Context: an optimization exercise on an open-source flow, tuned for small area, a short achievable clock period and few clock cycles per item. The choices shown serve that exercise and are no tape-out recipe.
In this exercise RTL edits were held to simulation tests only and were not proved equivalent to the original.

==> run F <==
==> flow/design.v (excerpt) <==
module symcode_decoder (
    input  wire        clk,
    input  wire        rst,
    input  wire        in_valid,
    output wire        in_ready,
    input  wire [71:0] in_beat,
    output wire        out_valid,
    input  wire        out_ready,
    output wire [63:0] out_data,
    output wire [3:0]  out_status
);
Settings: LEC_CHECK=0, CAP_MARGIN=20, CORE_MARGIN=2, CORE_UTILIZATION=40, SETUP_SLACK_MARGIN=5, SLEW_MARGIN=20; clock period 10.0 ns.
standard.sh (not shown) runs the stock make flow with config.mk's settings and CLKGATE_MAP_FILE= SYNTH_SCRIPT=/design/flow/synth_recipe.tcl, a recipe that flattens the netlist after the stock synthesis.
==> flow/flow/run.sh <==
#!/bin/bash
set -uo pipefail
MARGIN=${MARGIN:-7}
sed "s/SETUP_SLACK_MARGIN=[0-9.]*/SETUP_SLACK_MARGIN=$MARGIN/" standard.sh > standard_margin.sh
grep -q "SETUP_SLACK_MARGIN=$MARGIN" standard_margin.sh || sed -i "s/make -C/make SETUP_SLACK_MARGIN=$MARGIN -C/" standard_margin.sh
bash standard_margin.sh > standard.log 2>&1
==> run E: changes against run F <==
--- a/flow/design.v
+++ b/flow/design.v
@@ -179,13 +179,13 @@
     input  wire [71:0] in_beat,
     output wire        out_valid,
     input  wire        out_ready,
     output wire [63:0] out_data,
     output wire [3:0]  out_status
 );
-    localparam integer L = 11;
+    localparam integer L = 10;
     function [7:0] gf_mul;
         input [7:0] a;
         input [7:0] b;
         reg   [7:0] acc;
         reg   [7:0] x;
         integer     i;
@@ -213,72 +213,66 @@
     endfunction
     reg  [63:0] ring [0:L-1];
     reg  [L-1:0] v;                  
     reg         in_rdy_q;
     reg  [3:0]  w;                   
     reg  [3:0]  bc;                  
-    reg         nb;                  
-    reg  [2:0]  in_idx, nb_idx;
-    reg  [7:0]  cb_q;
+    reg  [2:0]  in_idx;
     wire in_fire = in_valid && in_rdy_q;
     assign in_ready = in_rdy_q;
     always @(posedge clk) begin
         ring[0] <= in_rdy_q ? in_beat[63:0] : ring[L-1];
-        cb_q    <= in_beat[71:64];
-        nb_idx  <= in_idx;
     end
     genvar s;
     generate
         for (s = 1; s < L; s = s + 1) begin : g_ring
             always @(posedge clk) ring[s] <= ring[s-1];
         end
     endgenerate
     reg  [31:0] acc_a, acc_b;
-    wire [1:0]  nb_g = nb_idx[2:1];
+    wire [1:0]  nb_g = in_idx[2:1];
     wire [31:0] acc_sel = acc_a;
     wire [31:0] acc_nxt;
     genvar i, l;
     generate
         for (i = 0; i < 4; i = i + 1) begin : g_syn
             localparam [7:0] A1 = alpha_pow(i);
             localparam [7:0] A2 = alpha_pow(2 * i);
             localparam [7:0] A4 = alpha_pow(4 * i);
             wire [7:0] pr [0:3];
             for (l = 0; l < 4; l = l + 1) begin : g_p
-                assign pr[l] = gf_mul(ring[0][16*l +: 8], A1) ^ ring[0][16*l+8 +: 8];
+                assign pr[l] = gf_mul(in_beat[16*l +: 8], A1) ^ in_beat[16*l+8 +: 8];
             end
             wire [7:0] q0 = gf_mul(pr[0], A2) ^ pr[1];
             wire [7:0] q1 = gf_mul(pr[2], A2) ^ pr[3];
             wire [7:0] td = gf_mul(q0, A4) ^ q1;
             localparam [7:0] W0 = alpha_pow((i * (255 - 25)) % 255);
             localparam [7:0] W1 = alpha_pow((i * (255 - 18)) % 255);
             localparam [7:0] W2 = alpha_pow((i * (255 - 11)) % 255);
             localparam [7:0] W3 = alpha_pow((i * (255 - 4)) % 255);
-            wire [7:0] cw = (nb_g == 2'd0) ? gf_mul(cb_q, W0) :
-                            (nb_g == 2'd1) ? gf_mul(cb_q, W1) :
-                            (nb_g == 2'd2) ? gf_mul(cb_q, W2) : gf_mul(cb_q, W3);
+            wire [7:0] cw = (nb_g == 2'd0) ? gf_mul(in_beat[71:64], W0) :
+                            (nb_g == 2'd1) ? gf_mul(in_beat[71:64], W1) :
+                            (nb_g == 2'd2) ? gf_mul(in_beat[71:64], W2) : gf_mul(in_beat[71:64], W3);
             localparam [7:0] A8 = alpha_pow((8 * i) % 255);
             wire [7:0] fb = (nb_g == 2'd0) ? 8'h00 : gf_mul(acc_sel[8*i +: 8], A8);
             assign acc_nxt[8*i +: 8] = fb ^ cw ^ td;
         end
     endgenerate
-    reg  [31:0] dsyn;                
     always @(posedge clk) begin
-        if (nb) begin
+        if (in_fire) begin
             acc_a <= acc_b;
             acc_b <= acc_nxt;
         end
-        dsyn <= acc_nxt;
     end
     reg        in0, in1;             
     reg        dec0, dec1;           
     wire [7:0] d_e;
     wire       d_fx;
     wire [4:0] d_j;
     wire [1:0] d_st;
-    symcode_cw_decoder u_dec (.clk(clk), .syn(dsyn), .e(d_e), .fx(d_fx), .j(d_j), .status(d_st));
+    symcode_cw_decoder u_dec (.clk(clk), .syn(acc_b), .e(d_e), .fx(d_fx), .j(d_j), .status(d_st));
     reg  [7:0] res_e0, res_e1;
     reg        res_fx0, res_fx1;
     reg  [4:0] res_j0, res_j1;
     reg  [1:0] res_st0, res_st1;
     reg        res_v0, res_v1;       
     always @(posedge clk) begin
@@ -341,13 +335,12 @@
     always @(posedge clk) begin
         if (rst) begin
             v        <= {L{1'b0}};
             in_rdy_q <= 1'b1;
             w        <= 4'd0;
             bc       <= 4'd0;
-            nb       <= 1'b0;
             in_idx   <= 3'd0;
             in0      <= 1'b0;
             in1      <= 1'b0;
             dec0     <= 1'b0;
             dec1     <= 1'b0;
             res_v0   <= 1'b0;
@@ -356,17 +349,16 @@
             out_idx  <= 3'd0;
         end else begin
             v        <= v_nxt;
             in_rdy_q <= !v_nxt[L-1] && (w_nxt == 4'd0 || v_nxt == {L{1'b0}});
             w        <= w_nxt;
             bc       <= miss ? L - 1 : (bc != 4'd0 ? bc - 4'd1 : 4'd0);
-            nb       <= in_fire;
             if (in_fire)
                 in_idx <= in_idx + 3'd1;
-            in0      <= nb && (nb_idx == 3'd6);
-            in1      <= nb && (nb_idx == 3'd7);
+            in0      <= in_fire && (in_idx == 3'd6);
+            in1      <= in_fire && (in_idx == 3'd7);
             dec0     <= in0;
             dec1     <= in1;
             if (deliver && first) begin
                 res_v0 <= 1'b0;
                 res_v1 <= 1'b0;
             end else begin
--- a/flow/config.mk
+++ b/flow/config.mk
@@ -4,9 +4,9 @@
 export VERILOG_FILES = /design/flow/design.v
 export SDC_FILE = /design/flow/constraint.sdc
 export NUM_CORES = 4
 export LEC_CHECK = 0
 export CAP_MARGIN = 20
 export CORE_MARGIN = 2
-export CORE_UTILIZATION = 40
+export CORE_UTILIZATION = 55
 export SETUP_SLACK_MARGIN = 5
 export SLEW_MARGIN = 20
==> run X: changes against run F <==
==> flow/design.v (replaced) <==
module symcode_cw_decoder (
    input  wire [31:0] syn,        
    output wire [7:0]  e,          
    output wire        fx,         
    output wire [4:0]  j,          
    output wire [1:0]  status      
);
    function [7:0] gf_mul;
        input [7:0] a;
        input [7:0] b;
        reg   [7:0] acc;
        reg   [7:0] x;
        integer     i;
        begin
            acc = 8'h00;
            x   = a;
            for (i = 0; i < 8; i = i + 1) begin
                if (b[i])
                    acc = acc ^ x;
                x = x[7] ? ({x[6:0], 1'b0} ^ 8'h1D) : {x[6:0], 1'b0};
            end
            gf_mul = acc;
        end
    endfunction
    function [7:0] gf_sq;
        input [7:0] a;
        begin
            gf_sq = gf_mul(a, a);
        end
    endfunction
    function [7:0] alpha_pow;
        input integer n;
        reg   [7:0] x;
        integer     i;
        begin
            x = 8'h01;
            for (i = 0; i < n; i = i + 1)
                x = x[7] ? ({x[6:0], 1'b0} ^ 8'h1D) : {x[6:0], 1'b0};
            alpha_pow = x;
        end
    endfunction
    wire [7:0] t0 = syn[7:0];
    wire [7:0] t1 = syn[15:8];
    wire [7:0] t2 = syn[23:16];
    wire [7:0] t3 = syn[31:24];
    wire [35:0] m;
    genvar p;
    generate
        for (p = 0; p < 36; p = p + 1) begin : g_m
            localparam [7:0] AP = alpha_pow((p + 251) % 255);
            assign m[p] = (gf_mul(t0, AP) == t1);
        end
    endgenerate
    wire nz    = (t0 != 8'h00);
    wire clean = !nz && (t1 == 8'h00) && (t2 == 8'h00) && (t3 == 8'h00);
    wire geo   = (gf_mul(t0, t2) == gf_sq(t1)) && (gf_mul(t1, t3) == gf_sq(t2));
    wire corr  = nz && geo && (m != 36'd0);
    reg [4:0] jj;
    integer k;
    always @(*) begin
        jj = 5'd0;
        for (k = 4; k < 36; k = k + 1)
            if (m[k])
                jj = jj | (35 - k);
    end
    assign e      = t0;
    assign fx     = corr && (m[35:4] != 32'd0);
    assign j      = jj;
    assign status = clean ? 2'b00 : (corr ? 2'b01 : 2'b10);
endmodule
module symcode_decoder (
    input  wire        clk,
    input  wire        rst,
    input  wire        in_valid,
    output wire        in_ready,
    input  wire [71:0] in_beat,
    output wire        out_valid,
    input  wire        out_ready,
    output wire [63:0] out_data,
    output wire [3:0]  out_status
);
    localparam integer L = 10;
    function [7:0] gf_mul;
        input [7:0] a;
        input [7:0] b;
        reg   [7:0] acc;
        reg   [7:0] x;
        integer     i;
        begin
            acc = 8'h00;
            x   = a;
            for (i = 0; i < 8; i = i + 1) begin
                if (b[i])
                    acc = acc ^ x;
                x = x[7] ? ({x[6:0], 1'b0} ^ 8'h1D) : {x[6:0], 1'b0};
            end
            gf_mul = acc;
        end
    endfunction
    function [7:0] alpha_pow;
        input integer n;
        reg   [7:0] x;
        integer     i;
        begin
            x = 8'h01;
            for (i = 0; i < n; i = i + 1)
                x = x[7] ? ({x[6:0], 1'b0} ^ 8'h1D) : {x[6:0], 1'b0};
            alpha_pow = x;
        end
    endfunction
    reg  [63:0] ring [0:L-1];
    reg  [L-1:0] v;                  
    reg         in_rdy_q;
    reg  [3:0]  w;                   
    reg  [3:0]  bc;                  
    reg         nb;                  
    reg  [2:0]  in_idx, nb_idx;
    reg  [7:0]  cb_q;
    wire in_fire = in_valid && in_rdy_q;
    assign in_ready = in_rdy_q;
    always @(posedge clk) begin
        ring[0] <= in_rdy_q ? in_beat[63:0] : ring[L-1];
        cb_q    <= in_beat[71:64];
        nb_idx  <= in_idx;
    end
    genvar s;
    generate
        for (s = 1; s < L; s = s + 1) begin : g_ring
            always @(posedge clk) ring[s] <= ring[s-1];
        end
    endgenerate
    reg  [31:0] acc_a, acc_b;
    wire [1:0]  nb_g = nb_idx[2:1];
    wire [31:0] acc_sel = acc_a;
    wire [31:0] acc_nxt;
    genvar i, l;
    generate
        for (i = 0; i < 4; i = i + 1) begin : g_syn
            localparam [7:0] A1 = alpha_pow(i);
            localparam [7:0] A2 = alpha_pow(2 * i);
            localparam [7:0] A4 = alpha_pow(4 * i);
            wire [7:0] pr [0:3];
            for (l = 0; l < 4; l = l + 1) begin : g_p
                assign pr[l] = gf_mul(ring[0][16*l +: 8], A1) ^ ring[0][16*l+8 +: 8];
            end
            wire [7:0] q0 = gf_mul(pr[0], A2) ^ pr[1];
            wire [7:0] q1 = gf_mul(pr[2], A2) ^ pr[3];
            wire [7:0] td = gf_mul(q0, A4) ^ q1;
            localparam [7:0] W0 = alpha_pow((i * (255 - 25)) % 255);
            localparam [7:0] W1 = alpha_pow((i * (255 - 18)) % 255);
            localparam [7:0] W2 = alpha_pow((i * (255 - 11)) % 255);
            localparam [7:0] W3 = alpha_pow((i * (255 - 4)) % 255);
            wire [7:0] cw = (nb_g == 2'd0) ? gf_mul(cb_q, W0) :
                            (nb_g == 2'd1) ? gf_mul(cb_q, W1) :
                            (nb_g == 2'd2) ? gf_mul(cb_q, W2) : gf_mul(cb_q, W3);
            localparam [7:0] A8 = alpha_pow((8 * i) % 255);
            wire [7:0] fb = (nb_g == 2'd0) ? 8'h00 : gf_mul(acc_sel[8*i +: 8], A8);
            assign acc_nxt[8*i +: 8] = fb ^ cw ^ td;
        end
    endgenerate
    reg  [31:0] dsyn;                
    always @(posedge clk) begin
        if (nb) begin
            acc_a <= acc_b;
            acc_b <= acc_nxt;
        end
        dsyn <= acc_nxt;
    end
    reg        dec0, dec1;
    wire [7:0] d_e;
    wire       d_fx;
    wire [4:0] d_j;
    wire [1:0] d_st;
    symcode_cw_decoder u_dec (.syn(dsyn), .e(d_e), .fx(d_fx), .j(d_j), .status(d_st));
    reg  [7:0] res_e0, res_e1;
    reg        res_fx0, res_fx1;
    reg  [4:0] res_j0, res_j1;
    reg  [1:0] res_st0, res_st1;
    reg        res_v0, res_v1;       
    always @(posedge clk) begin
        if (dec0) begin
            res_e0 <= d_e; res_fx0 <= d_fx; res_j0 <= d_j; res_st0 <= d_st;
        end
        if (dec1) begin
            res_e1 <= d_e; res_fx1 <= d_fx; res_j1 <= d_j; res_st1 <= d_st;
        end
    end
    reg  [63:0] out_q;
    reg  [3:0]  out_st;
    reg         out_v;
    reg  [2:0]  out_idx;
    reg  [7:0]  o_e0, o_e1;
    reg         o_fx0, o_fx1;
    reg  [4:0]  o_j0, o_j1;
    wire first   = (out_idx == 3'd0);
    wire at_exit = v[L-2] && (bc == 4'd0);
    wire room    = !out_v || out_ready;
    wire deliver = at_exit && room && (!first || (res_v0 && (res_v1 || dec1)));
    wire miss    = at_exit && !deliver;
    wire [7:0] m_e  = first ? res_e0  : (out_idx[0] ? o_e1  : o_e0);
    wire       m_fx = first ? res_fx0 : (out_idx[0] ? o_fx1 : o_fx0);
    wire [4:0] m_j  = first ? res_j0  : (out_idx[0] ? o_j1  : o_j0);
    wire [63:0] mask;
    generate
        for (l = 0; l < 8; l = l + 1) begin : g_mask
            assign mask[8*l +: 8] = (m_fx && m_j == {out_idx[2:1], l[2:0]}) ? m_e : 8'h00;
        end
    endgenerate
    always @(posedge clk) begin
        if (deliver) begin
            out_q <= ring[L-2] ^ mask;
            if (first) begin
                out_st <= {dec1 ? d_st : res_st1, res_st0};
                o_e0 <= res_e0; o_fx0 <= res_fx0; o_j0 <= res_j0;
                if (dec1) begin
                    o_e1 <= d_e; o_fx1 <= d_fx; o_j1 <= d_j;
                end else begin
                    o_e1 <= res_e1; o_fx1 <= res_fx1; o_j1 <= res_j1;
                end
            end
        end
    end
    assign out_valid  = out_v;
    assign out_data   = out_q;
    assign out_status = out_st;
    wire [L-1:0] v_nxt;
    assign v_nxt[0] = in_fire || (v[L-1] && !in_rdy_q);
    generate
        for (s = 1; s < L; s = s + 1) begin : g_v
            if (s == L - 1)
                assign v_nxt[s] = v[s-1] && !deliver;
            else
                assign v_nxt[s] = v[s-1];
        end
    endgenerate
    wire [3:0] w_nxt = in_fire ? 4'd0 : (w == 4'd0 ? L - 1 : w - 4'd1);
    always @(posedge clk) begin
        if (rst) begin
            v        <= {L{1'b0}};
            in_rdy_q <= 1'b1;
            w        <= 4'd0;
            bc       <= 4'd0;
            nb       <= 1'b0;
            in_idx   <= 3'd0;
            dec0     <= 1'b0;
            dec1     <= 1'b0;
            res_v0   <= 1'b0;
            res_v1   <= 1'b0;
            out_v    <= 1'b0;
            out_idx  <= 3'd0;
        end else begin
            v        <= v_nxt;
            in_rdy_q <= !v_nxt[L-1] && (w_nxt == 4'd0 || v_nxt == {L{1'b0}});
            w        <= w_nxt;
            bc       <= miss ? L - 1 : (bc != 4'd0 ? bc - 4'd1 : 4'd0);
            nb       <= in_fire;
            if (in_fire)
                in_idx <= in_idx + 3'd1;
            dec0     <= nb && (nb_idx == 3'd6);
            dec1     <= nb && (nb_idx == 3'd7);
            if (deliver && first) begin
                res_v0 <= 1'b0;
                res_v1 <= 1'b0;
            end else begin
                if (dec0) res_v0 <= 1'b1;
                if (dec1) res_v1 <= 1'b1;
            end
            out_v    <= deliver || (out_v && !out_ready);
            if (deliver)
                out_idx <= out_idx + 3'd1;
        end
    end
endmodule
==> results.yml <==
global_route:
  grt_pass1_vias: 23800
  antenna_found_initial: 3
critical_path:
  critPathMaxStageDelay_ns: 0.38
  slowest_stage: "nand4bb_4"
  worst-path-stages: 14
routing:
  vias: 24300
  viasPerCell: 4.98
  dr.pass1.iters: 7
floorplan:
  tap_cells: 1254
layout:
  fill_cells: 8201
  seq_cells: 906
synth:
  synth-seq-cells: 906
  synth_mux_area_frac: 0.0352
outcome:
  status: "complete, no violations"
min_path:
  hp-start: "ring[5][61]"
# the run above: run X

==> results.yml <==
layout:
  seq_cells: 996
synth:
  synth-seq-cells: 996
outcome:
  status: "complete, no violations"
critical_path:
  slowest_stage: "xor3_4"
  worst-path-stages: 16
floorplan:
  tap_cells: 1176
routing:
  vias: 21500
# the run above: run F

==> results.yml <==
outcome:
  status: "complete, no violations"
critical_path:
  critPathMaxStageDelay_ns: 0.61
  slowest_stage: "xnor3_4"
  worst-path-stages: 15
global_route:
  grt_pass1_vias: 22700
  antenna_found_initial: 2
routing:
  viasPerCell: 5.27
  dr.pass1.iters: 8
synth:
  synth_mux_area_frac: 0.0385
floorplan:
  tap_cells: 837
# the run above: run E

Testbench counts of run F, summed over its fixed seeds: cycles 12,888, bursts 1,600.
Testbench counts of run E, summed over its fixed seeds: cycles 12,880, bursts 1,600.
Testbench counts of run X, summed over its fixed seeds: cycles 12,880, bursts 1,600.

[afterwards: timing with drivers on the ports]
The flow's constraints put no driver on any port. The routed layouts listed below were extracted and timed again, unchanged, in two steps. Step 1 sets driving cells, clkbuf_16 on the clock port and buf_2 on the other inputs (assumed; they add their load-dependent delay and slew). Step 2 adds t to the input delays and takes it off the output delays; t is the mean of the earliest and latest rising clock arrival at the registers after step 1. Input paths then give back, and output paths get back, about the clock's delay inside the block. Slacks: ideal ports / drivers / drivers and shift; pairs: ideal ports / drivers.
| run | t, ns | setup slack, ns | hold slack, ns | slew at the worst register clock pin (ns) | worst data-port slew with drivers (ns) |
|---|---|---|---|---|---|
| run F | 0.704 | 6.598 / 6.596 / 6.402 | 0.282 / 0.282 / 0.282 | 0.07 / 0.07 | 0.05 |
| run E | 0.689 | 6.201 / 6.201 / 5.600 | 0.300 / 0.300 / 0.300 | 0.07 / 0.07 | 0.10 |
| run X | 0.696 | 6.611 / 6.611 / 6.440 | 0.318 / 0.318 / 0.318 | 0.07 / 0.07 | 0.08 |
After both steps setup and hold are still met in every run listed. The setup slack of run E, which loses most, moves by 0.000 ns with the drivers and by -0.601 ns with both steps.
